Context: an optimization exercise on an open-source flow, tuned for small area. The choices shown serve that exercise and are no tape-out recipe.
Where RTL was checked, it was by simulation tests only, not by an equivalence proof against the original.
Power is estimated from default activity; no workload was simulated.

==> inputs of trial 10 <==
Design sdm_bank, start of the top module:
module sdm_bank #(
    parameter NCH = 4
) (
    input  wire              clk,
    input  wire              rst,
    input  wire              sdm_stb,
    input  wire [NCH-1:0]    sdm_dat,
    input  wire              cfg_we,
    input  wire [1:0]        cfg_ch,
    input  wire [1:0]        cfg_addr,
    input  wire [31:0]       cfg_wdata,
    output wire [NCH-1:0]    dat_valid,
    output wire [32*NCH-1:0] dat_word,
    output wire [NCH-1:0]    cmp_valid,
    output wire [16*NCH-1:0] cmp_value,
    output wire [NCH-1:0]    cmp_above,
    output wire [NCH-1:0]    cmp_below,
    output wire [NCH-1:0]    ovr,
    output wire [NCH-1:0]    active
);
==> module sdm_channel, before the edit <==
module sdm_channel (
    input  wire        clk,
    input  wire        rst,
    input  wire        stb,           
    input  wire        dat,           
    input  wire        we,            
    input  wire [1:0]  addr,
    input  wire [31:0] wdata,
    input  wire        head,          
    input  wire        dload,         
    input  wire        cload,         
    output reg         op_smp,
    output reg         op_dat,
    output reg         op_dend,
    output reg         op_cend,
    output reg         op_clr,
    output reg         op_late,       
    output reg  [7:0]  d_n1,          
    output reg         d_ovr,
    output reg         d_susp,
    output reg         d_lvl,
    output reg         d_pend,
    output reg  [4:0]  c_m1,          
    output reg  [1:0]  c_k,           
    output reg  [15:0] c_lo,
    output reg  [15:0] c_hi,
    output reg         c_pend,
    output wire        ovr,
    output wire        active
);
    reg        en;
    reg        cmp_en;
    reg [1:0]  ord_k;
    reg [4:0]  osr_m1;
    reg [7:0]  dec_m1;
    reg [5:0]  sat_n;
    reg [15:0] lim_lo;
    reg [15:0] lim_hi;
    reg        ovr_sticky;
    wire wr_ctrl  = we && addr == 2'd0;
    wire wr_ovr   = we && addr == 2'd1;
    wire wr_lim   = we && addr == 2'd2;
    wire enabling = wr_ctrl && !en && wdata[0];
    wire [8:0] w_dec = wdata[24:16];
    wire [5:0] w_osr = wdata[13:8];
    wire [1:0] w_ord = wdata[4:3];
    wire [5:0] w_sat = wdata[13:8];
    wire [8:0] w_dec_m1 = w_dec - 9'd1;
    wire [5:0] w_osr_m1 = w_osr - 6'd1;
    wire smp = stb && en;
    reg       last;
    reg [5:0] run;
    reg       last_sat;
    wire [5:0] run_nx = (run != 6'd0 && dat == last) ? ((run == 6'd63) ? 6'd63 : run + 6'd1) : 6'd1;
    wire       sat_nx = run_nx >= sat_n;
    reg [7:0] dphase;
    reg [1:0] dcount;
    reg       sat_cur, sat_lvl, sat_h1, sat_h2;
    reg [4:0] cphase;
    wire dend       = dphase == dec_m1;
    wire cend       = cmp_en && cphase == osr_m1;
    wire sat_cur_nx = sat_cur | sat_nx;
    wire sat_lvl_nx = sat_nx ? dat : sat_lvl;
    always @(posedge clk) begin
        if (rst) begin
            en         <= 1'b0;
            sat_n      <= 6'd24;
            lim_lo     <= 16'h8000;
            lim_hi     <= 16'h7FFF;
            ovr_sticky <= 1'b0;
            op_smp     <= 1'b0;
            op_clr     <= 1'b0;
            d_pend     <= 1'b0;
            c_pend     <= 1'b0;
        end else begin
            if (wr_ctrl) begin
                en <= wdata[0];
                if (!en) begin
                    cmp_en <= wdata[2];
                    ord_k  <= (w_ord == 2'd0) ? 2'd1 : w_ord;
                    osr_m1 <= (w_osr < 6'd4) ? 5'd3 : (w_osr > 6'd32) ? 5'd31 : w_osr_m1[4:0];
                    dec_m1 <= (w_dec < 9'd32) ? 8'd31 : (w_dec > 9'd256) ? 8'd255 : w_dec_m1[7:0];
                end
            end
            if (wr_ovr)
                sat_n <= (w_sat < 6'd8) ? 6'd8 : w_sat;
            if (wr_lim) begin
                lim_lo <= wdata[15:0];
                lim_hi <= wdata[31:16];
            end
            if (smp && sat_nx)
                ovr_sticky <= 1'b1;
            else if (wr_ovr && wdata[0])
                ovr_sticky <= 1'b0;
            if (head) begin
                op_smp <= 1'b0;
                op_clr <= 1'b0;
            end
            if (smp) begin
                op_smp  <= 1'b1;
                op_dat  <= dat;
                op_dend <= dend;
                op_cend <= cend;
            end
            if (enabling) begin
                op_clr  <= 1'b1;
                op_late <= op_smp && !head;
            end
            if (head && op_smp && op_dend)
                d_pend <= 1'b1;
            else if (dload)
                d_pend <= 1'b0;
            if (head && op_smp && op_cend)
                c_pend <= 1'b1;
            else if (cload)
                c_pend <= 1'b0;
        end
        if (smp) begin
            last     <= dat;
            run      <= run_nx;
            last_sat <= sat_nx;
            sat_lvl  <= sat_lvl_nx;
            if (dend) begin
                dphase  <= 8'd0;
                if (dcount != 2'd2) dcount <= dcount + 2'd1;
                d_n1    <= dec_m1;
                d_ovr   <= sat_cur_nx;
                d_susp  <= (dcount != 2'd2) | sat_cur_nx | sat_h1 | sat_h2;
                d_lvl   <= sat_lvl_nx;
                sat_h2  <= sat_h1;
                sat_h1  <= sat_cur_nx;
                sat_cur <= 1'b0;
            end else begin
                dphase  <= dphase + 8'd1;
                sat_cur <= sat_cur_nx;
            end
            if (cmp_en) begin
                if (cend) begin
                    cphase <= 5'd0;
                    c_m1   <= osr_m1;
                    c_k    <= ord_k;
                    c_lo   <= lim_lo;
                    c_hi   <= lim_hi;
                end else begin
                    cphase <= cphase + 5'd1;
                end
            end
        end
        if (enabling) begin
            run      <= 6'd0;
            last_sat <= 1'b0;
            dphase   <= 8'd0;
            dcount   <= 2'd0;
            sat_cur  <= 1'b0;
            sat_lvl  <= 1'b0;
            sat_h1   <= 1'b0;
            sat_h2   <= 1'b0;
            cphase   <= 5'd0;
        end
    end
    assign ovr    = ovr_sticky;
    assign active = en & last_sat;
endmodule
export LEC_CHECK = 0
export ABC_AREA = 1
export CAP_MARGIN = 20
export CORE_MARGIN = 2
export CORE_UTILIZATION = 55
export CTS_BUF_LIST = sky130_fd_sc_hd__clkbuf_4
export PLACE_DENSITY = 0.7
export SLEW_MARGIN = 20
create_clock -name core_clock -period 12.0 [get_ports {clk}]
standard.sh (not shown) runs the stock make flow with config.mk's settings and CLKGATE_MAP_FILE= SYNTH_SCRIPT=/design/flow/synth_recipe.tcl, a recipe that flattens the netlist after the stock synthesis.
==> flow/flow/run.sh <==
#!/bin/bash
# Standard layout, with the smallest buffer on the ports and clock tree
# synthesis told not to add dummy loads.
set -euo pipefail
export BUFFER_PORTS_ARGS="-buffer_cell sky130_fd_sc_hd__buf_1"
export CTS_ARGS="-sink_clustering_enable -repair_clock_nets -dont_use_dummy_load -buf_list sky130_fd_sc_hd__clkbuf_4"
bash standard.sh > standard.log 2>&1
==> trial 68 (differences from trial 10) <==
--- a/flow/design.v
+++ b/flow/design.v
@@ -163,18 +163,17 @@
     wire [8:0] w_dec = wdata[24:16];
     wire [5:0] w_osr = wdata[13:8];
     wire [1:0] w_ord = wdata[4:3];
     wire [5:0] w_sat = wdata[13:8];
     wire [8:0] w_dec_m1 = w_dec - 9'd1;
     wire [5:0] w_osr_m1 = w_osr - 6'd1;
     wire smp = stb && en;
-    reg       last;
     reg [5:0] run;
     reg       last_sat;
-    wire [5:0] run_nx = (run != 6'd0 && dat == last) ? ((run == 6'd63) ? 6'd63 : run + 6'd1) : 6'd1;
+    wire [5:0] run_nx = (run != 6'd0 && dat == op_dat) ? ((run == 6'd63) ? 6'd63 : run + 6'd1) : 6'd1;
     wire       sat_nx = run_nx >= sat_n;
     reg [7:0] dphase;
     reg [1:0] dcount;
     reg       sat_cur, sat_lvl, sat_h1, sat_h2;
     reg [4:0] cphase;
     wire dend       = dphase == dec_m1;
     wire cend       = cmp_en && cphase == osr_m1;
@@ -231,15 +230,14 @@
                 d_pend <= 1'b0;
             if (head && op_smp && op_cend)
                 c_pend <= 1'b1;
             else if (cload)
                 c_pend <= 1'b0;
         end
         if (smp) begin
-            last     <= dat;
             run      <= run_nx;
             last_sat <= sat_nx;
             sat_lvl  <= sat_lvl_nx;
             if (dend) begin
                 dphase  <= 8'd0;
                 if (dcount != 2'd2) dcount <= dcount + 2'd1;
                 d_n1    <= dec_m1;
==> flow/flow/run.sh (replaced) <==
#!/bin/bash
# Standard layout, with the smallest buffer on the ports and clock tree
# synthesis with larger sink clusters and no dummy loads.
set -euo pipefail
export BUFFER_PORTS_ARGS="-buffer_cell sky130_fd_sc_hd__buf_1"
export CTS_ARGS="-sink_clustering_enable -repair_clock_nets -dont_use_dummy_load -buf_list sky130_fd_sc_hd__clkbuf_8 -sink_clustering_size 14 -sink_clustering_max_diameter 60"
bash standard.sh > standard.log 2>&1
==> build 62 (differences from trial 10) <==
--- a/flow/design.v
+++ b/flow/design.v
@@ -38,40 +38,36 @@
     wire any  = |pend;
     assign sel  = pend[0] ? 2'd0 : pend[1] ? 2'd1 : pend[2] ? 2'd2 : 2'd3;
     wire   take = free && any;
     assign load = take ? (4'b0001 << sel) : 4'b0000;
     reg [RW-1:0] n1, n2, n3;
     reg [ST-1:0] q1, q2, q3;
     reg [RW:0]   t;
-    reg [RW+1:0] u;
     integer i;
     wire [ST-1:0] in1 = sreg[SR-1 -: ST];
     always @* begin
         n1 = r1;
         for (i = ST - 1; i >= 0; i = i - 1) begin
             t = {n1, in1[i]};
-            u = {1'b0, t} + {1'b0, ~dv1};      
-            q1[i] = u[RW+1];
-            if (q1[i]) t = u[RW:0];
+            q1[i] = t >= dv1;
+            if (q1[i]) t = t - dv1;
             n1 = t[RW-1:0];
         end
         n2 = f2 ? {RW{1'b0}} : r2;
         for (i = ST - 1; i >= 0; i = i - 1) begin
             t = {n2, qq1[i]};
-            u = {1'b0, t} + {1'b0, ~dv2};      
-            q2[i] = u[RW+1];
-            if (q2[i]) t = u[RW:0];
+            q2[i] = t >= dv2;
+            if (q2[i]) t = t - dv2;
             n2 = t[RW-1:0];
         end
         n3 = f3 ? {RW{1'b0}} : r3;
         for (i = ST - 1; i >= 0; i = i - 1) begin
             t = {n3, qq2[i]};
-            u = {1'b0, t} + {1'b0, ~dv3};      
-            q3[i] = u[RW+1];
-            if (q3[i]) t = u[RW:0];
+            q3[i] = t >= dv3;
+            if (q3[i]) t = t - dv3;
             n3 = t[RW-1:0];
         end
     end
     always @(posedge clk) begin
         if (rst) begin
             a1   <= 1'b0;
             a2   <= 1'b0;
@@ -351,37 +347,46 @@
     wire h_smp  = op_smp[ph];
     wire h_dat  = op_dat[ph];
     wire h_dend = h_smp & op_dend[ph];
     wire h_cend = h_smp & op_cend[ph];
     wire h_clr  = op_clr[ph];
     wire h_late = op_late[ph];
     wire [1:0] h_k = c_k[2*ph +: 2];
-    wire h_x   = h_smp & h_dat;
-    wire clr0x = h_clr & ~h_late & h_x;
-    wire [23:0] i1n = ri1[23:0] + {23'd0, h_x};
-    wire [23:0] i2n = ri2[23:0] + (h_smp ? i1n : 24'd0);
-    wire [23:0] i3n = ri3[23:0] + (h_smp ? i2n : 24'd0);
-    wire [23:0] dd1 = i3n - rd1[23:0];
-    wire [23:0] dd2 = dd1 - rd2[23:0];
-    wire [23:0] dd3 = dd2 - rd3[23:0];
+    wire clr0 = h_clr & ~h_late;     
+    wire clr1 = h_clr & h_late;      
+    wire [23:0] b1  = clr0 ? 24'd0 : ri1[23:0];
+    wire [23:0] b2  = clr0 ? 24'd0 : ri2[23:0];
+    wire [23:0] b3  = clr0 ? 24'd0 : ri3[23:0];
+    wire [23:0] bd1 = clr0 ? 24'd0 : rd1[23:0];
+    wire [23:0] bd2 = clr0 ? 24'd0 : rd2[23:0];
+    wire [23:0] bd3 = clr0 ? 24'd0 : rd3[23:0];
+    wire [14:0] bk1 = clr0 ? 15'd0 : rk1[14:0];
+    wire [14:0] bk2 = clr0 ? 15'd0 : rk2[14:0];
+    wire [14:0] bk3 = clr0 ? 15'd0 : rk3[14:0];
+    wire [23:0] i1n = b1 + {23'd0, h_dat};
+    wire [23:0] i2n = b2 + i1n;
+    wire [23:0] i3n = b3 + i2n;
+    wire [23:0] dd1 = i3n - bd1;
+    wire [23:0] dd2 = dd1 - bd2;
+    wire [23:0] dd3 = dd2 - bd3;
     wire [14:0] csel = (h_k == 2'd1) ? i1n[14:0] : (h_k == 2'd2) ? i2n[14:0] : i3n[14:0];
-    wire [14:0] cd1  = csel - rk1[14:0];
-    wire [14:0] cd2  = cd1 - rk2[14:0];
-    wire [14:0] cd3  = cd2 - rk3[14:0];
+    wire [14:0] cd1  = csel - bk1;
+    wire [14:0] cd2  = cd1 - bk2;
+    wire [14:0] cd3  = cd2 - bk3;
     wire [14:0] csum = (h_k == 2'd1) ? cd1 : (h_k == 2'd2) ? cd2 : cd3;
     wire        cful = (csum == 15'd0) & h_dat;
-    wire [23:0] o1  = h_clr ? {23'd0, clr0x} : i1n;
-    wire [23:0] o2  = h_clr ? {23'd0, clr0x} : i2n;
-    wire [23:0] o3  = h_clr ? {23'd0, clr0x} : i3n;
-    wire [23:0] od1 = h_clr ? 24'd0 : h_dend ? i3n : rd1[23:0];
-    wire [23:0] od2 = h_clr ? 24'd0 : h_dend ? dd1 : rd2[23:0];
-    wire [23:0] od3 = h_clr ? 24'd0 : h_dend ? dd2 : rd3[23:0];
-    wire [14:0] ok1 = h_clr ? 15'd0 : h_cend ? csel : rk1[14:0];
-    wire [14:0] ok2 = h_clr ? 15'd0 : h_cend ? cd1 : rk2[14:0];
-    wire [14:0] ok3 = h_clr ? 15'd0 : h_cend ? cd2 : rk3[14:0];
+    wire [23:0] o1  = clr1 ? 24'd0 : h_smp  ? i1n : b1;
+    wire [23:0] o2  = clr1 ? 24'd0 : h_smp  ? i2n : b2;
+    wire [23:0] o3  = clr1 ? 24'd0 : h_smp  ? i3n : b3;
+    wire [23:0] od1 = clr1 ? 24'd0 : h_dend ? i3n : bd1;
+    wire [23:0] od2 = clr1 ? 24'd0 : h_dend ? dd1 : bd2;
+    wire [23:0] od3 = clr1 ? 24'd0 : h_dend ? dd2 : bd3;
+    wire [14:0] ok1 = clr1 ? 15'd0 : h_cend ? csel : bk1;
+    wire [14:0] ok2 = clr1 ? 15'd0 : h_cend ? cd1 : bk2;
+    wire [14:0] ok3 = clr1 ? 15'd0 : h_cend ? cd2 : bk3;
     wire [23:0] osd = h_dend ? dd3 : rsd[23:0];
     wire [15:0] osc = h_cend ? {cful, csum} : rsc[15:0];
     always @(posedge clk) begin
         if (rst) ph <= 2'd0;
         else     ph <= ph + 2'd1;
         ri1 <= {o1,  ri1[95:24]};
         ri2 <= {o2,  ri2[95:24]};
@@ -395,44 +400,42 @@
         rsd <= {osd, rsd[95:24]};
         rsc <= {osc, rsc[63:16]};
     end
     wire [1:0]  dsel, dch1, dch2, dch3, dch;
     wire        ddone;
     wire [15:0] dcode;
     wire [1:0]  dpos = dsel - ph;
-    wire [8:0]  dn1  = {1'b0, d_n1[8*dch1 +: 8]};
-    wire [8:0]  dn2  = {1'b0, d_n1[8*dch2 +: 8]};
-    wire [8:0]  dn3  = {1'b0, d_n1[8*dch3 +: 8]};
-    sdm_scale #(.SW(24), .P(5), .RW(8), .ST(3), .C(12), .OVL(1)) u_dscale (
+    wire [8:0]  dn   = {1'b0, d_n1[8*dch1 +: 8]} + 9'd1;
+    sdm_scale #(.SW(24), .P(5), .RW(8), .ST(4), .C(9), .OVL(0)) u_dscale (
         .clk(clk), .rst(rst),
         .pend(d_pend), .sel(dsel), .s_in(rsd[24*dpos +: 24]), .load(dload),
         .ch1(dch1), .ch2(dch2), .ch3(dch3),
-        .dv1(dn1), .dv2(dn2), .dv3(dn3),
+        .dv1(dn), .dv2(dn), .dv3(dn),
         .done(ddone), .dch(dch), .code(dcode)
     );
     wire        o_ovr  = d_ovr[dch];
     wire        o_susp = d_susp[dch];
     wire        o_lvl  = d_lvl[dch];
     wire [15:0] dfinal = o_ovr ? (o_lvl ? 16'h7FFF : 16'h8000) : dcode;
     wire [1:0]  csl, cch1, cch2, cch3, cch;
     wire        cdone;
     wire [15:0] ccode;
     wire [1:0]  cpos = csl - ph;
-    wire [5:0]  cm1  = {1'b0, c_m1[5*cch1 +: 5]};
-    wire [5:0]  cm2  = {1'b0, c_m1[5*cch2 +: 5]};
-    wire [5:0]  cm3  = {1'b0, c_m1[5*cch3 +: 5]};
+    wire [5:0]  cm1  = {1'b0, c_m1[5*cch1 +: 5]} + 6'd1;
+    wire [5:0]  cm2  = {1'b0, c_m1[5*cch2 +: 5]} + 6'd1;
+    wire [5:0]  cm3  = {1'b0, c_m1[5*cch3 +: 5]} + 6'd1;
     wire [1:0]  ck2  = c_k[2*cch2 +: 2];
     wire [1:0]  ck3  = c_k[2*cch3 +: 2];
     sdm_scale #(.SW(16), .P(2), .RW(5), .ST(5), .C(7), .OVL(1)) u_cscale (
         .clk(clk), .rst(rst),
         .pend(c_pend), .sel(csl), .s_in(rsc[16*cpos +: 16]), .load(cload),
         .ch1(cch1), .ch2(cch2), .ch3(cch3),
         .dv1(cm1),
-        .dv2(ck2 == 2'd1 ? 6'd0 : cm2),
-        .dv3(ck3 == 2'd3 ? cm3 : 6'd0),
+        .dv2(ck2 == 2'd1 ? 6'd1 : cm2),
+        .dv3(ck3 == 2'd3 ? cm3 : 6'd1),
         .done(cdone), .dch(cch), .code(ccode)
     );
     wire [15:0] o_lo = c_lo[16*cch +: 16];
     wire [15:0] o_hi = c_hi[16*cch +: 16];
     wire        o_above = $signed(ccode) > $signed(o_hi);
     wire        o_below = $signed(ccode) < $signed(o_lo);
     generate
==> flow/run.sh (new file) <==
#!/bin/bash
# synth_recipe.tcl (not shown) runs the flow's synth.tcl, then flattens the netlist and writes it again
# the make line also repeats each setting of config.mk as NAME=value (left out here)
make -C /OpenROAD-flow-scripts/flow DESIGN_CONFIG=/design/flow/config.mk WORK_HOME=/design/flow/orfs CLKGATE_MAP_FILE= SYNTH_SCRIPT=/design/flow/synth_recipe.tcl finish
Settings changed: ABC_AREA 1 to not set, CORE_UTILIZATION 55 to 40, CTS_BUF_LIST sky130_fd_sc_hd__clkbuf_4 to not set, PLACE_DENSITY 0.7 to 0.6.
removed: flow/flow/run.sh
removed: flow/standard.sh
==> trial 78 (differences from trial 10) <==
--- a/flow/design.v
+++ b/flow/design.v
@@ -163,18 +163,17 @@
     wire [8:0] w_dec = wdata[24:16];
     wire [5:0] w_osr = wdata[13:8];
     wire [1:0] w_ord = wdata[4:3];
     wire [5:0] w_sat = wdata[13:8];
     wire [8:0] w_dec_m1 = w_dec - 9'd1;
     wire [5:0] w_osr_m1 = w_osr - 6'd1;
     wire smp = stb && en;
-    reg       last;
     reg [5:0] run;
     reg       last_sat;
-    wire [5:0] run_nx = (run != 6'd0 && dat == last) ? ((run == 6'd63) ? 6'd63 : run + 6'd1) : 6'd1;
+    wire [5:0] run_nx = (run != 6'd0 && dat == op_dat) ? ((run == 6'd63) ? 6'd63 : run + 6'd1) : 6'd1;
     wire       sat_nx = run_nx >= sat_n;
     reg [7:0] dphase;
     reg [1:0] dcount;
     reg       sat_cur, sat_lvl, sat_h1, sat_h2;
     reg [4:0] cphase;
     wire dend       = dphase == dec_m1;
     wire cend       = cmp_en && cphase == osr_m1;
@@ -231,15 +230,14 @@
                 d_pend <= 1'b0;
             if (head && op_smp && op_cend)
                 c_pend <= 1'b1;
             else if (cload)
                 c_pend <= 1'b0;
         end
         if (smp) begin
-            last     <= dat;
             run      <= run_nx;
             last_sat <= sat_nx;
             sat_lvl  <= sat_lvl_nx;
             if (dend) begin
                 dphase  <= 8'd0;
                 if (dcount != 2'd2) dcount <= dcount + 2'd1;
                 d_n1    <= dec_m1;
==> flow/flow/run.sh (replaced) <==
#!/bin/bash
# Standard layout, with the smallest buffer on the ports and clock tree
# synthesis with larger sink clusters and no dummy loads.
set -euo pipefail
export BUFFER_PORTS_ARGS="-buffer_cell sky130_fd_sc_hd__buf_1"
export CTS_ARGS="-sink_clustering_enable -repair_clock_nets -dont_use_dummy_load -buf_list sky130_fd_sc_hd__clkbuf_8 -sink_clustering_size 14 -sink_clustering_max_diameter 60"
bash standard.sh > standard.log 2>&1
Settings changed: CORE_UTILIZATION 55 to 70, CTS_BUF_LIST sky130_fd_sc_hd__clkbuf_4 to not set, PLACE_DENSITY 0.7 to 0.8.
==> metrics.md <==
| Metric | Value |
|---|---|
| Outcome | `complete, no violations` |
| Total routed wirelength | `161 mm` |
| H-tree levels | `5` |
| Wire length on met3 | `10.3 mm` |
| Met2 WL post-DR | `75.1 mm` |
| Register Area | `about 0.037 mm^2` |
| Mapped Cells | `7,664` |
[end of results for trial 10]
==> metrics.md <==
| Metric | Value |
|---|---|
| Multi-input logic area | `0.0273 mm^2` |
| Outcome | `complete, no violations` |
| Wire length on met3 | `7.94 mm` |
| Clk cell area share | `~2.8%` |
| Total routed wirelength | `156 mm` |
| Layout cell share with drive strength beyond 1 | `4.57%` |
| Mapped Cells | `about 7,700` |
| Met2 WL post-DR | `approximately 73 mm` |
| H-tree levels | `4` |
| Pint | `0.0104 W` |
| M1 GR Usage | `32.1%` |
| Hold Path Stages | `0` |
[end of results for trial 68]
==> metrics.md <==
| Metric | Value |
|---|---|
| Outcome | `complete, no violations` |
| Wire length on met3 | `9.59 mm` |
| Vias | `50,900` |
| Final setup vio count | `0` |
| Register Area | `0.0374 mm^2` |
| Mapped Cells | `7,665` |
| H-tree levels | `4` |
| Met2 WL post-DR | `about 74 mm` |
[end of results for trial 78]
==> metrics.md <==
| Metric | Value |
|---|---|
| Outcome | `complete, no violations` |
| Register Area | `0.0375 mm^2` |
| Hold path startpoint | `rd3[36]$_DFF_P_` |
| FF+latch count | `1,652` |
| H-tree levels | `4` |
| Total routed wirelength | `169 mm` |
| Met2 WL post-DR | `80.1 mm` |
[end of results for build 62]
Only the layout flow was run in trial 68 and trial 78; the RTL was not checked for function there.

==> static timing again, ports no longer ideal <==
The flow's constraints put no driver on any port. The routed layouts listed below were extracted and timed again, unchanged, in two steps. Step 1, drivers: a clkbuf_16 drives clk and a buf_2 each remaining input, both assumed. Step 2 times the ports against the registers' clock, not the clock port: input delays grow and output delays shrink by t, the midpoint of the rising clock arrivals with the driver on. Three values: ideal ports, drivers, drivers and shift; two values: the first two.
run | t (ns) | setup WS [ns] | hold WS [ns] | clock arrival spread, ns
trial 10 | 1.336 | 1.529 / 1.529 / 1.529 | 0.205 / 0.205 / 0.205 | 0.151 / 0.151
trial 68 | 0.910 | 1.771 / 1.771 / 1.771 | 0.275 / 0.275 / 0.275 | 0.093 / 0.093
build 62 | 0.855 | 0.931 / 0.931 / 0.931 | 0.319 / 0.319 / 0.319 | 0.058 / 0.059
trial 78 | 0.877 | 1.842 / 1.842 / 1.842 | 0.304 / 0.304 / 0.304 | 0.102 / 0.103
After both steps every run listed still meets setup and hold.
